From an optimization exercise on the open Yosys and OpenROAD flow, aimed at small area; shortcuts taken in it are not production practice.
In this exercise RTL edits were held to simulation tests only and were not proved equivalent to the original.
No activity file was given, so power comes from the tool's default toggle rates.

Design rng_health, start of the top module:
module rng_health (
  input  wire        clk,
  input  wire        rst,         
  input  wire        sample,      
  input  wire [3:0]  bits,        
  input  wire [3:0]  src_en,      
  input  wire        restart,     
  input  wire        tick,        
  output wire [7:0]  state,       
  output wire [7:0]  last_fail,   
  output wire [63:0] fails,       
  output wire [63:0] bias,        
  output wire [63:0] corr         
);
  localparam [1:0] S_DIS = 2'd0, S_TEST = 2'd1, S_OK = 2'd2, S_RET = 2'd3;
  reg [1:0] phase;      
  reg       pend;       
  reg       act;        
  reg       wrst;       
  reg [3:0] lb, le;     
  reg       lrs, ltk;   
  always @(posedge clk) begin
    if (rst) begin
      phase <= 2'd0; pend <= 1'b1; act <= 1'b0; wrst <= 1'b1;
    end else begin
      phase <= phase + 2'd1;
      if (sample) begin
        pend <= 1'b1;
        lb <= bits; le <= src_en; lrs <= restart; ltk <= tick;
      end
      if (phase == 2'd3) begin
        act <= pend | sample;
        pend <= 1'b0;
        if (act) wrst <= 1'b0;    
      end
    end
  end
  localparam IW = 72;
  localparam OW = 20;
  reg [IW-1:0] i0, i1, i2, i3;
  ...
For scale: roughly 490 flip-flops, ~220 I/O pins, ~15000 um2 of cells after synthesis.
clock: 20.0 ns
lec_check: 0
cap_margin: 20
core_margin: 2
core_utilization: 80
slew_margin: 20
standard.sh (not shown) runs the stock make flow with config.mk's settings and CLKGATE_MAP_FILE= SYNTH_SCRIPT=/design/flow/synth_recipe.tcl, a recipe that flattens the netlist after the stock synthesis.
==> flow/flow/run.sh <==
#!/bin/bash
# The standard layout, with each port buffered by the smallest buffer cell and
# a clock tree of larger sink clusters without dummy loads.
set -euo pipefail
export BUFFER_PORTS_ARGS="-buffer_cell sky130_fd_sc_hd__buf_1"
export CTS_ARGS="-sink_clustering_enable -repair_clock_nets -sink_clustering_size 20 -sink_clustering_max_diameter 40 -buf_list sky130_fd_sc_hd__clkbuf_8 -dont_use_dummy_load"
bash standard.sh > standard.log 2>&1
Rerun with:
==> flow/flow/run.sh (replaced) <==
#!/bin/bash
# The standard layout, with each port buffered by the smallest buffer cell and
# a clock tree of larger sink clusters without dummy loads.
set -euo pipefail
export BUFFER_PORTS_ARGS="-buffer_cell sky130_fd_sc_hd__buf_1"
export CTS_ARGS="-sink_clustering_enable -repair_clock_nets -sink_clustering_size 10 -sink_clustering_max_diameter 40 -buf_list sky130_fd_sc_hd__clkbuf_4 -dont_use_dummy_load"
bash standard.sh > standard.log 2>&1
- CORE_UTILIZATION: 80 -> 40
- cell area is higher by 1.8%
- core utilization is lower by 44 points
- die area is higher by 97%
- synthesized cell count stays the same
- cell count is higher by 18%
- area after synthesis stays the same
- flip-flop and latch count is unchanged
- critical path depth is lower by 15
- wire length is lower by 13%
- count of clock-buffer cells in the layout is higher by 27
- worst setup slack is better by 0.12 ns
Rerun with:
- CORE_UTILIZATION: 40 -> 90
After rerunning: With this change the flow stopped in detailed placement, error DPL-0033. Synthesized cell count is unchanged. Area after synthesis stays the same.

========
Another version of the RTL of rng_health (not shown whole).
Size: about 1,100 cells after synthesis, ~500 flip-flops, ~220 I/O pins, roughly 16,000 µm² of cells after synthesis.
clock: 20.0 ns
lec_check: 0
cap_margin: 20
core_margin: 2
core_utilization: 40
slew_margin: 20
==> flow/flow/run.sh <==
#!/bin/bash
# The standard layout, with each port buffered by the smallest buffer cell and
# a clock tree of larger sink clusters without dummy loads.
set -euo pipefail
export BUFFER_PORTS_ARGS="-buffer_cell sky130_fd_sc_hd__buf_1"
export CTS_ARGS="-sink_clustering_enable -repair_clock_nets -sink_clustering_size 22 -sink_clustering_max_diameter 60 -buf_list sky130_fd_sc_hd__clkbuf_8 -dont_use_dummy_load"
bash standard.sh > standard.log 2>&1
Next try:
==> flow/flow/run.sh (replaced) <==
#!/bin/bash
# The standard layout, with each port buffered by the smallest buffer cell and
# a clock tree of larger sink clusters without dummy loads.
set -euo pipefail
export BUFFER_PORTS_ARGS="-buffer_cell sky130_fd_sc_hd__buf_1"
export CTS_ARGS="-sink_clustering_enable -repair_clock_nets -sink_clustering_size 16 -sink_clustering_max_diameter 60 -buf_list sky130_fd_sc_hd__clkbuf_8 -dont_use_dummy_load"
bash standard.sh > standard.log 2>&1
Non-clock buffer count is unchanged. Design area came out higher by 0.39%. Critical path depth does not change. Global-route usage barely changes.

========
run A:
Another version of the RTL of rng_health (not shown whole).
Size in the first run: ~500 flip-flops, roughly 220 I/O pins, about 0.017 mm2 of cells after synthesis.
==> flow/config.mk <==
export PLATFORM = sky130hd
export DESIGN_NAME = rng_health
export DESIGN_NICKNAME = rng_health
export VERILOG_FILES = /design/flow/design.v
export SDC_FILE = /design/flow/constraint.sdc
export NUM_CORES = 4
export LEC_CHECK = 0
export CAP_MARGIN = 20
export CORE_MARGIN = 2
export CORE_UTILIZATION = 40
export SLEW_MARGIN = 20
==> flow/constraint.sdc <==
create_clock -name core_clock -period 20.0 [get_ports {clk}]
set_input_delay 4.0000 -clock core_clock [delete_from_list [all_inputs] [get_ports {clk}]]
set_output_delay 4.0000 -clock core_clock [all_outputs]
set_load 0.01 [all_outputs]
==> flow/flow/run.sh <==
#!/bin/bash
# The standard layout, with each port buffered by the smallest buffer cell.
set -euo pipefail
export BUFFER_PORTS_ARGS="-buffer_cell sky130_fd_sc_hd__buf_1"
bash standard.sh > standard.log 2>&1
### run A -> run B
--- a/flow/flow/run.sh
+++ b/flow/flow/run.sh
@@ -2 +2,2 @@
-# The standard layout, with each port buffered by the smallest buffer cell.
+# The standard layout, with each port buffered by the smallest buffer cell and
+# a clock tree of larger sink clusters without dummy loads.
@@ -4,0 +6 @@
+export CTS_ARGS="-sink_clustering_enable -repair_clock_nets -sink_clustering_size 16 -sink_clustering_max_diameter 60 -buf_list sky130_fd_sc_hd__clkbuf_8 -dont_use_dummy_load"
### Flow results
- Run B improves on run A in setup slack.
- Run B: proportion of cell area occupied by registers is 3.5 points higher than what run A reported.
- | post-route non-filler standard cell count | run B vs run A | 51 lower |
- Going from run A to run B, switching part of the total power grows by 1.6 points.
- Going from run A to run B, clock period minus worst slack fell by 0.013 ns; global-route usage over all layers fell by 0.20 points.
Relative to run B, the following input files were edited for run C:
==> flow/run.sh (new file) <==
#!/bin/bash
# synth_recipe.tcl (not shown) runs the flow's synth.tcl, then flattens the netlist and writes it again
# the make line also repeats each setting of config.mk as NAME=value (left out here)
make -C /OpenROAD-flow-scripts/flow DESIGN_CONFIG=/design/flow/config.mk WORK_HOME=/design/flow/orfs CLKGATE_MAP_FILE= SYNTH_SCRIPT=/design/flow/synth_recipe.tcl finish
removed: flow/flow/run.sh
removed: flow/standard.sh
[summary]
- Looking at the reports, run C completed the entire flow and the layout it produced met the timing, design-rule and antenna checks.
- From run B to run C the numbers moved as follows: synthesized instance count was more or less identical; net switching power increased by 20% relative to the old numbers; sequential share of power lower; hold slack shows an increase of 0.023 ns.
- Post-layout instance area ends up lower on run B.
- [compare] base=run B new=run C: power consumption went up by about 27%, clock power share went up by 15 points, logic gate share of total power went down by 1.3 points, sum of net half-perimeters after detailed placement went down by 81 um, core utilization went up by 6.2 points.
Edits applied to the flow inputs when going from run C to run D:
==> flow/flow/run.sh (new file) <==
#!/bin/bash
# The standard layout, with each port buffered by the smallest buffer cell and
# a clock tree of larger sink clusters without dummy loads.
set -euo pipefail
export BUFFER_PORTS_ARGS="-buffer_cell sky130_fd_sc_hd__buf_1"
export CTS_ARGS="-sink_clustering_enable -repair_clock_nets -sink_clustering_size 30 -sink_clustering_max_diameter 60 -buf_list sky130_fd_sc_hd__clkbuf_16 -dont_use_dummy_load"
bash standard.sh > standard.log 2>&1
==> flow/standard.sh (new file) <==
#!/bin/bash
# synth_recipe.tcl (not shown) runs the flow's synth.tcl, then flattens the netlist and writes it again
# the make line also repeats each setting of config.mk as NAME=value (left out here)
make -C /OpenROAD-flow-scripts/flow DESIGN_CONFIG=/design/flow/config.mk WORK_HOME=/design/flow/orfs CLKGATE_MAP_FILE= SYNTH_SCRIPT=/design/flow/synth_recipe.tcl "${@:-finish}"
removed: flow/run.sh
Findings:
Going from run C to run D, CTS buffer count shrank by more than a quarter. Compared run D vs run C, and number of nets in the layout is down in run D. Diff run C -> run D: time the worst path needs with I/O delays and setup lost 0.42 ns; final cell count without fillers down about 3%; portion of the layout cell area used by non-clock buffers has decreased; final cell utilization of the core fell by 5.8 points. Compared with run C, in run D number of non-clock buffers saw an increase, detailed-routed wire length on met3 saw a decrease. Run D ends up with a pin slew with the least headroom to its limit that is 0.026 ns lower than in run C. Between run C and run D, routing usage on met3 is lower for run D, run C comes in above that. Looking at global-route wire length before repair across both flows, run D is the stronger of the two, with run C trailing.

========
== v6 ==
rng_health again, from the RTL that the note above started with.
make LEC_CHECK=0 CAP_MARGIN=20 CORE_MARGIN=2 CORE_UTILIZATION=40 CTS_BUF_LIST='sky130_fd_sc_hd__clkbuf_2 sky130_fd_sc_hd__clkbuf_4 sky130_fd_sc_hd__clkbuf_8' SLEW_MARGIN=20 finish   # period 20.0 ns
run.sh (not shown) runs the stock make flow with config.mk's settings and CLKGATE_MAP_FILE= SYNTH_SCRIPT=/design/flow/synth_recipe.tcl, a recipe that flattens the netlist after the stock synthesis.
Stock flow here: none of the scripts above is used.
--- input diff v6..v7 ---
- CTS_BUF_LIST changed from sky130_fd_sc_hd__clkbuf_2 sky130_fd_sc_hd__clkbuf_4 sky130_fd_sc_hd__clkbuf_8 to sky130_fd_sc_hd__clkbuf_4
## What came out
According to the power report, total power for v7 is lower than for v6.
Met3 track utilization from global routing: v7 vs v6 up 1.1 points
Higher clock skew goes to v7 over v6.
v7 vs. v6: clock network fraction of design power went down by 1.7 points; met3 wire length picked up an extra about 13%.
Looking at fraction of power consumed by sequential logic, v7 sits 1.4 points above v6.
v6 → v7: smallest setup slack after layout saw a decrease, reported leakage power saw an increase.

afterwards: timing with drivers on the ports:
The flow's constraints put no driver on any port. The routed layouts listed below were extracted and timed again, unchanged, in two steps.
Step 1 (the two cells are an assumption about what drives the block):
set clk [get_ports {clk}]
set_driving_cell -lib_cell sky130_fd_sc_hd__clkbuf_16 $clk
set_driving_cell -lib_cell sky130_fd_sc_hd__buf_2 [delete_from_list [all_inputs] $clk]
Step 2 also shifts input and output timing later by t, the mid clock arrival at the registers, as if the neighbouring blocks saw the same clock.
Slacks: no drivers / after step 1 / after step 2; pairs: no drivers / after step 1.
run | shift t [ns] | setup slack, ns | clock arrival spread, ns
the first run of note 1 | 0.584 | 13.441 / 13.441 / 13.441 | 0.065 / 0.066
the second run of note 1 | 0.706 | 13.563 / 13.517 / 14.223 | 0.086 / 0.086
the first run of note 2 | 0.586 | 13.822 / 13.822 / 13.822 | 0.083 / 0.083
the second run of note 2 | 0.595 | 13.823 / 13.823 / 13.823 | 0.065 / 0.064
run A | 0.627 | 14.587 / 14.533 / 14.880 | 0.027 / 0.027
run B | 0.606 | 14.600 / 14.549 / 14.910 | 0.080 / 0.080
run C | 0.637 | 14.181 / 14.129 / 14.468 | 0.027 / 0.028
run D | 0.616 | 14.602 / 14.550 / 14.885 | 0.050 / 0.050
v6 | 0.658 | 14.155 / 14.104 / 14.484 | 0.034 / 0.034
v7 | 0.834 | 13.998 / 13.947 / 14.466 | 0.066 / 0.067
After both steps every run listed still meets setup and hold.
